Source: an optimization exercise on an open RTL-to-GDS flow (aim: small area, a short achievable clock period and few clock cycles). Production flows keep margins and buffers that such runs may drop.
Function was checked by simulation only, so behaviour that the tests miss may differ from the original.
Power is estimated from default activity; no workload was simulated.

==> v5 <==
## reel_block_tx
module reel_block_tx (
  input  wire        clk,
  input  wire        rst,
  input  wire [4:0]  blk_init,
  input  wire [7:0]  seq_init,
  input  wire [39:0] in_data,
  input  wire        in_valid,
  output wire        in_ready,
  output reg  [39:0] out_data,
  output reg         out_valid,
  output reg         out_sob,
  input  wire        out_ready
);
==> module reel_block_tx, before the edit <==
module reel_block_tx (
  input  wire        clk,
  input  wire        rst,
  input  wire [4:0]  blk_init,
  input  wire [7:0]  seq_init,
  input  wire [39:0] in_data,
  input  wire        in_valid,
  output wire        in_ready,
  output reg  [39:0] out_data,
  output reg         out_valid,
  output reg         out_sob,
  input  wire        out_ready
);
  localparam [47:0] CLAPPER  = 48'hF3A6_0C59_D21E;
  localparam [57:0] SCR_INIT = 58'h2C5_9A37_E1D0_64BB;
  function [15:0] crc16_64(input [63:0] bits);
    integer i;
    reg [15:0] c;
    reg        b;
    begin
      c = 16'hFFFF;
      for (i = 63; i >= 0; i = i - 1) begin
        b = c[15] ^ bits[i];
        c  = {c[14:0], 1'b0} ^ (b ? 16'h1021 : 16'h0000);
      end
      crc16_64 = c;
    end
  endfunction
  function [97:0] scramble40(input [57:0] s_in);
    integer i;
    reg [57:0] s;
    reg [39:0] ks;
    reg        f;
    begin
      s = s_in;
      for (i = 39; i >= 0; i = i - 1) begin
        f     = s[57] ^ s[38];
        ks[i] = f;
        s     = {s[56:0], f};
      end
      scramble40 = {s, ks};
    end
  endfunction
  reg [8:0] word;       
  reg       w0;         
  reg       w1;         
  reg       wh;         
  reg       wd;         
  reg       wp;         
  reg       wl;         
  reg [4:0] blk;
  reg [7:0] seq;
  reg [15:0] crc;
  reg [3:0] fl;         
  reg       fb;         
  reg       zv;         
  reg [39:0] f0, f1;    
  reg        v0, v1;
  assign in_ready = ~v1;
  wire adv  = ~out_valid | out_ready;
  wire step = adv & ~fb & (~wd | v0);
  wire pop  = step & wd;
  wire push = in_valid & ~v1;
  always @(posedge clk) begin
    if (rst) begin
      v0 <= 1'b0;
      v1 <= 1'b0;
    end else begin
      case ({push, pop})
        2'b01: begin v0 <= v1; v1 <= 1'b0; end
        2'b10: begin v0 <= 1'b1; v1 <= v0; end
        default: ;
      endcase
    end
    if (pop | ~v0)
      f0 <= v1 ? f1 : in_data;
    if (~v1)
      f1 <= in_data;
  end
  wire [39:0] hdr = w0 ? CLAPPER[47:8] : {CLAPPER[7:0], 3'b000, blk, seq, crc};
  wire [39:0] d   = wh ? hdr : f0;
  wire [9:0] pa_hi, pa_lo, pb_hi, pb_lo;
  rs_enc2 u_rs_a (
    .clk(clk), .en(step | fb), .zv(zv), .clr(fb),
    .d_hi(d[39:30]), .d_lo(d[19:10]),
    .p_hi(pa_hi), .p_lo(pa_lo)
  );
  rs_enc2 u_rs_b (
    .clk(clk), .en(step | fb), .zv(zv), .clr(fb),
    .d_hi(d[29:20]), .d_lo(d[9:0]),
    .p_hi(pb_hi), .p_lo(pb_lo)
  );
  reg  [57:0] scr;
  wire [97:0] scr_out = scramble40(scr);
  wire [39:0] plain   = wp ? {pa_hi, pb_hi, pa_lo, pb_lo} : d;
  wire [39:0] line    = plain ^ (scr_out[39:0] & {40{~wh}});
  always @(posedge clk) begin
    crc <= crc16_64({CLAPPER, 3'b000, blk, seq});
    if (step)
      scr <= w1 ? SCR_INIT : scr_out[97:40];
    if (rst) begin
      word      <= 9'd0;
      w0        <= 1'b1;
      w1        <= 1'b0;
      wh        <= 1'b1;
      wd        <= 1'b0;
      wp        <= 1'b0;
      wl        <= 1'b0;
      blk       <= blk_init;
      seq       <= seq_init;
      fl        <= 4'd11;
      fb        <= 1'b1;
      zv        <= 1'b1;
      out_valid <= 1'b0;
    end else begin
      if (fb) begin
        fl <= fl - 4'd1;
        if (fl == 4'd0) begin
          fb <= 1'b0;
          zv <= 1'b0;
        end
      end
      if (adv)
        out_valid <= step;
      if (step) begin
        word <= wl ? 9'd0 : word + 9'd1;
        w0   <= wl;
        w1   <= w0;
        wh   <= wl | w0;
        wd   <= w1 | (wd & (word != 9'd423));
        wp   <= (wd & (word == 9'd423)) | (wp & ~wl);
        zv   <= (wd & (word == 9'd423)) | (wp & ~wl);
        wl   <= (word == 9'd446);
        if (wl) begin
          blk <= blk + 5'd1;
          if (blk == 5'd31)
            seq <= seq + 8'd1;
        end
      end
    end
    if (step) begin
      out_data <= line;
      out_sob  <= w0;
    end
  end
endmodule
export LEC_CHECK = 0
export CAP_MARGIN = 20
export CORE_MARGIN = 2
export CORE_UTILIZATION = 40
export SETUP_SLACK_MARGIN = 3.5
export SLEW_MARGIN = 20
create_clock -name core_clock -period 7.5 [get_ports {clk}]
run.sh (not shown) runs the stock make flow with config.mk's settings and CLKGATE_MAP_FILE= SYNTH_SCRIPT=/design/flow/synth_recipe.tcl, a recipe that flattens the netlist after the stock synthesis.
==> inputs of v37, as changes to v5 <==
--- a/flow/design.v
+++ b/flow/design.v
@@ -1899,31 +1899,38 @@
   reg [3:0] fl;         
   reg       fb;         
   reg       zv;         
-  reg [39:0] f0, f1;    
-  reg        v0, v1;
-  assign in_ready = ~v1;
-  wire adv  = ~out_valid | out_ready;
-  wire step = adv & ~fb & (~wd | v0);
-  wire pop  = step & wd;
-  wire push = in_valid & ~v1;
+  wire [39:0] line;     
+  reg        ir;        
+  reg        go;        
+  reg [39:0] sk_data;
+  reg        sk_sob;
+  reg        sk_v;
+  assign in_ready = ir;
+  wire step  = go & (~wd | in_valid);       
+  wire ofree = ~out_valid | out_ready;      
+  wire fb_n  = rst | (fb & (fl != 4'd0));
+  wire skv_n = ~rst & ~ofree & (sk_v | step);
+  wire wd_n  = ~rst & (step ? (w1 | (wd & (word != 9'd423))) : wd);
+  wire go_n  = ~fb_n & ~skv_n;
   always @(posedge clk) begin
-    if (rst) begin
-      v0 <= 1'b0;
-      v1 <= 1'b0;
-    end else begin
-      case ({push, pop})
-        2'b01: begin v0 <= v1; v1 <= 1'b0; end
-        2'b10: begin v0 <= 1'b1; v1 <= v0; end
-        default: ;
-      endcase
+    go   <= go_n;
+    ir   <= go_n & wd_n;
+    sk_v <= skv_n;
+    if (~sk_v) begin
+      sk_data <= line;
+      sk_sob  <= w0;
+    end
+    if (rst)
+      out_valid <= 1'b0;
+    else if (ofree)
+      out_valid <= sk_v | step;
+    if (ofree & (sk_v | step)) begin
+      out_data <= sk_v ? sk_data : line;
+      out_sob  <= sk_v ? sk_sob : w0;
     end
-    if (pop | ~v0)
-      f0 <= v1 ? f1 : in_data;
-    if (~v1)
-      f1 <= in_data;
   end
   wire [39:0] hdr = w0 ? CLAPPER[47:8] : {CLAPPER[7:0], 3'b000, blk, seq, crc};
-  wire [39:0] d   = wh ? hdr : f0;
+  wire [39:0] d   = wh ? hdr : in_data;
   wire [9:0] pa_hi, pa_lo, pb_hi, pb_lo;
   rs_enc2 u_rs_a (
     .clk(clk), .en(step | fb), .zv(zv), .clr(fb),
@@ -1938,7 +1945,7 @@
   reg  [57:0] scr;
   wire [97:0] scr_out = scramble40(scr);
   wire [39:0] plain   = wp ? {pa_hi, pb_hi, pa_lo, pb_lo} : d;
-  wire [39:0] line    = plain ^ (scr_out[39:0] & {40{~wh}});
+  assign      line    = plain ^ (scr_out[39:0] & {40{~wh}});
   always @(posedge clk) begin
     crc <= crc16_64({CLAPPER, 3'b000, blk, seq});
     if (step)
@@ -1956,7 +1963,6 @@
       fl        <= 4'd11;
       fb        <= 1'b1;
       zv        <= 1'b1;
-      out_valid <= 1'b0;
     end else begin
       if (fb) begin
         fl <= fl - 4'd1;
@@ -1965,8 +1971,6 @@
           zv <= 1'b0;
         end
       end
-      if (adv)
-        out_valid <= step;
       if (step) begin
         word <= wl ? 9'd0 : word + 9'd1;
         w0   <= wl;
@@ -1983,9 +1987,5 @@
         end
       end
     end
-    if (step) begin
-      out_data <= line;
-      out_sob  <= w0;
-    end
   end
 endmodule
--- a/flow/config.mk
+++ b/flow/config.mk
@@ -7,6 +7,8 @@
 export LEC_CHECK = 0
 export CAP_MARGIN = 20
 export CORE_MARGIN = 2
-export CORE_UTILIZATION = 40
-export SETUP_SLACK_MARGIN = 3.5
+export CORE_UTILIZATION = 55
+export CTS_CLUSTER_DIAMETER = 120
+export CTS_CLUSTER_SIZE = 16
+export SETUP_SLACK_MARGIN = 4.75
 export SLEW_MARGIN = 20
==> inputs of v11, as changes to v5 <==
--- a/flow/design.v
+++ b/flow/design.v
@@ -1899,31 +1899,38 @@
   reg [3:0] fl;         
   reg       fb;         
   reg       zv;         
-  reg [39:0] f0, f1;    
-  reg        v0, v1;
-  assign in_ready = ~v1;
-  wire adv  = ~out_valid | out_ready;
-  wire step = adv & ~fb & (~wd | v0);
-  wire pop  = step & wd;
-  wire push = in_valid & ~v1;
+  wire [39:0] line;     
+  reg        ir;        
+  reg        go;        
+  reg [39:0] sk_data;
+  reg        sk_sob;
+  reg        sk_v;
+  assign in_ready = ir;
+  wire step  = go & (~wd | in_valid);       
+  wire ofree = ~out_valid | out_ready;      
+  wire fb_n  = rst | (fb & (fl != 4'd0));
+  wire skv_n = ~rst & ~ofree & (sk_v | step);
+  wire wd_n  = ~rst & (step ? (w1 | (wd & (word != 9'd423))) : wd);
+  wire go_n  = ~fb_n & ~skv_n;
   always @(posedge clk) begin
-    if (rst) begin
-      v0 <= 1'b0;
-      v1 <= 1'b0;
-    end else begin
-      case ({push, pop})
-        2'b01: begin v0 <= v1; v1 <= 1'b0; end
-        2'b10: begin v0 <= 1'b1; v1 <= v0; end
-        default: ;
-      endcase
+    go   <= go_n;
+    ir   <= go_n & wd_n;
+    sk_v <= skv_n;
+    if (~sk_v) begin
+      sk_data <= line;
+      sk_sob  <= w0;
+    end
+    if (rst)
+      out_valid <= 1'b0;
+    else if (ofree)
+      out_valid <= sk_v | step;
+    if (ofree & (sk_v | step)) begin
+      out_data <= sk_v ? sk_data : line;
+      out_sob  <= sk_v ? sk_sob : w0;
     end
-    if (pop | ~v0)
-      f0 <= v1 ? f1 : in_data;
-    if (~v1)
-      f1 <= in_data;
   end
   wire [39:0] hdr = w0 ? CLAPPER[47:8] : {CLAPPER[7:0], 3'b000, blk, seq, crc};
-  wire [39:0] d   = wh ? hdr : f0;
+  wire [39:0] d   = wh ? hdr : in_data;
   wire [9:0] pa_hi, pa_lo, pb_hi, pb_lo;
   rs_enc2 u_rs_a (
     .clk(clk), .en(step | fb), .zv(zv), .clr(fb),
@@ -1938,7 +1945,7 @@
   reg  [57:0] scr;
   wire [97:0] scr_out = scramble40(scr);
   wire [39:0] plain   = wp ? {pa_hi, pb_hi, pa_lo, pb_lo} : d;
-  wire [39:0] line    = plain ^ (scr_out[39:0] & {40{~wh}});
+  assign      line    = plain ^ (scr_out[39:0] & {40{~wh}});
   always @(posedge clk) begin
     crc <= crc16_64({CLAPPER, 3'b000, blk, seq});
     if (step)
@@ -1956,7 +1963,6 @@
       fl        <= 4'd11;
       fb        <= 1'b1;
       zv        <= 1'b1;
-      out_valid <= 1'b0;
     end else begin
       if (fb) begin
         fl <= fl - 4'd1;
@@ -1965,8 +1971,6 @@
           zv <= 1'b0;
         end
       end
-      if (adv)
-        out_valid <= step;
       if (step) begin
         word <= wl ? 9'd0 : word + 9'd1;
         w0   <= wl;
@@ -1983,9 +1987,5 @@
         end
       end
     end
-    if (step) begin
-      out_data <= line;
-      out_sob  <= w0;
-    end
   end
 endmodule
==> flow/config.mk (replaced) <==
export PLATFORM = sky130hd
export DESIGN_NAME = reel_block_tx
export DESIGN_NICKNAME = reel_block_tx
export VERILOG_FILES = /design/flow/design.v
export SDC_FILE = /design/flow/constraint.sdc
export NUM_CORES = 4
export LEC_CHECK = 0
export CAP_MARGIN = 5
export CORE_MARGIN = 2
export CORE_UTILIZATION = 50
export CTS_CLUSTER_DIAMETER = 120
export CTS_CLUSTER_SIZE = 16
export SETUP_SLACK_MARGIN = 4.7
export SLEW_MARGIN = 5
==> impl_metrics.yaml <==
logic_synthesis:
  synth_fp_nets: 5613
  synth_adder_area_share_pct: 0.104
clocking:
  clock_sinks: 1154
run_status:
  status: "no timing/DRC/antenna violations"
power:
  p_seq_w: 0.0115
layout:
  multi_input_area_share_pct: 47.6
  seq_share_pct: 39.7
critical_path:
  reg2reg_slack_ns: 4.61
  cp.arrival_ns: 1.41
-- figures above: v37

==> impl_metrics.yaml <==
logic_synthesis:
  synth_adder_area_share_pct: 0.104
  synth_fp_nets: 5613
power:
  p_sw_w: 0.00943
place:
  dp_slack_ns: 3.17
clocking:
  clock_sinks: 1154
run_status:
  status: "no timing/DRC/antenna violations"
global_route:
  grt_start_max_net_pins: 108
layout:
  seq_share_pct: 40.0
critical_path:
  reg2reg_slack_ns: 4.55
-- figures above: v11

==> impl_metrics.yaml <==
sta:
  tightest_slew_ns: 1.33
run_status:
  status: "no timing/DRC/antenna violations"
logic_synthesis:
  synth_fp_nets: 5635
floorplan:
  fp.dieArea_um2: 186000
power:
  p_seq_w: 0.0116
layout:
  seq_share_pct: 42.0
  multi_input_area_share_pct: 45.1
critical_path:
  reg2reg_slack_ns: 3.37
  cp.arrival_ns: 4.64
clocking:
  clock_sinks: 1192
-- figures above: v5

Testbench counts of v5, summed over its fixed seeds: cycles 21,608.
Testbench counts of v37, summed over its fixed seeds: cycles 21,608.
Testbench counts of v11, summed over its fixed seeds: cycles 21,608.

-- what the ideal ports hide --
No port has a modelled driver above. Below, the same layouts with a new extraction and two added sets of constraints. Step 1 (the two cells are an assumption about what drives the block):
set clk [get_ports {clk}]
set_driving_cell -lib_cell sky130_fd_sc_hd__clkbuf_16 $clk
set_driving_cell -lib_cell sky130_fd_sc_hd__buf_2 [delete_from_list [all_inputs] $clk]
Step 2, shift: input delay + t, output delay - t, t = (earliest + latest rising clock arrival at the registers) / 2. This alone moves slack from input paths to output paths. Three values: ideal, step 1, step 2; two values: the first two.
run	shift t [ns]	slack for setup (ns)	worst hold slack (ns)	worst register clock-pin slew, ns	worst slew at a driven data input, ns
v5	0.872	3.375 / 3.375 / 2.788	0.474 / 0.474 / 0.474	0.07 / 0.07	0.07
v37	0.799	4.590 / 4.510 / 4.016	0.477 / 0.477 / 0.477	0.09 / 0.09	0.08
v11	0.808	4.549 / 4.549 / 3.931	0.474 / 0.474 / 0.474	0.09 / 0.09	0.04
After both steps every run listed still meets setup and hold. For v11, which loses most, drivers alone change the setup slack by 0.000 ns; drivers and shift together by -0.618 ns.
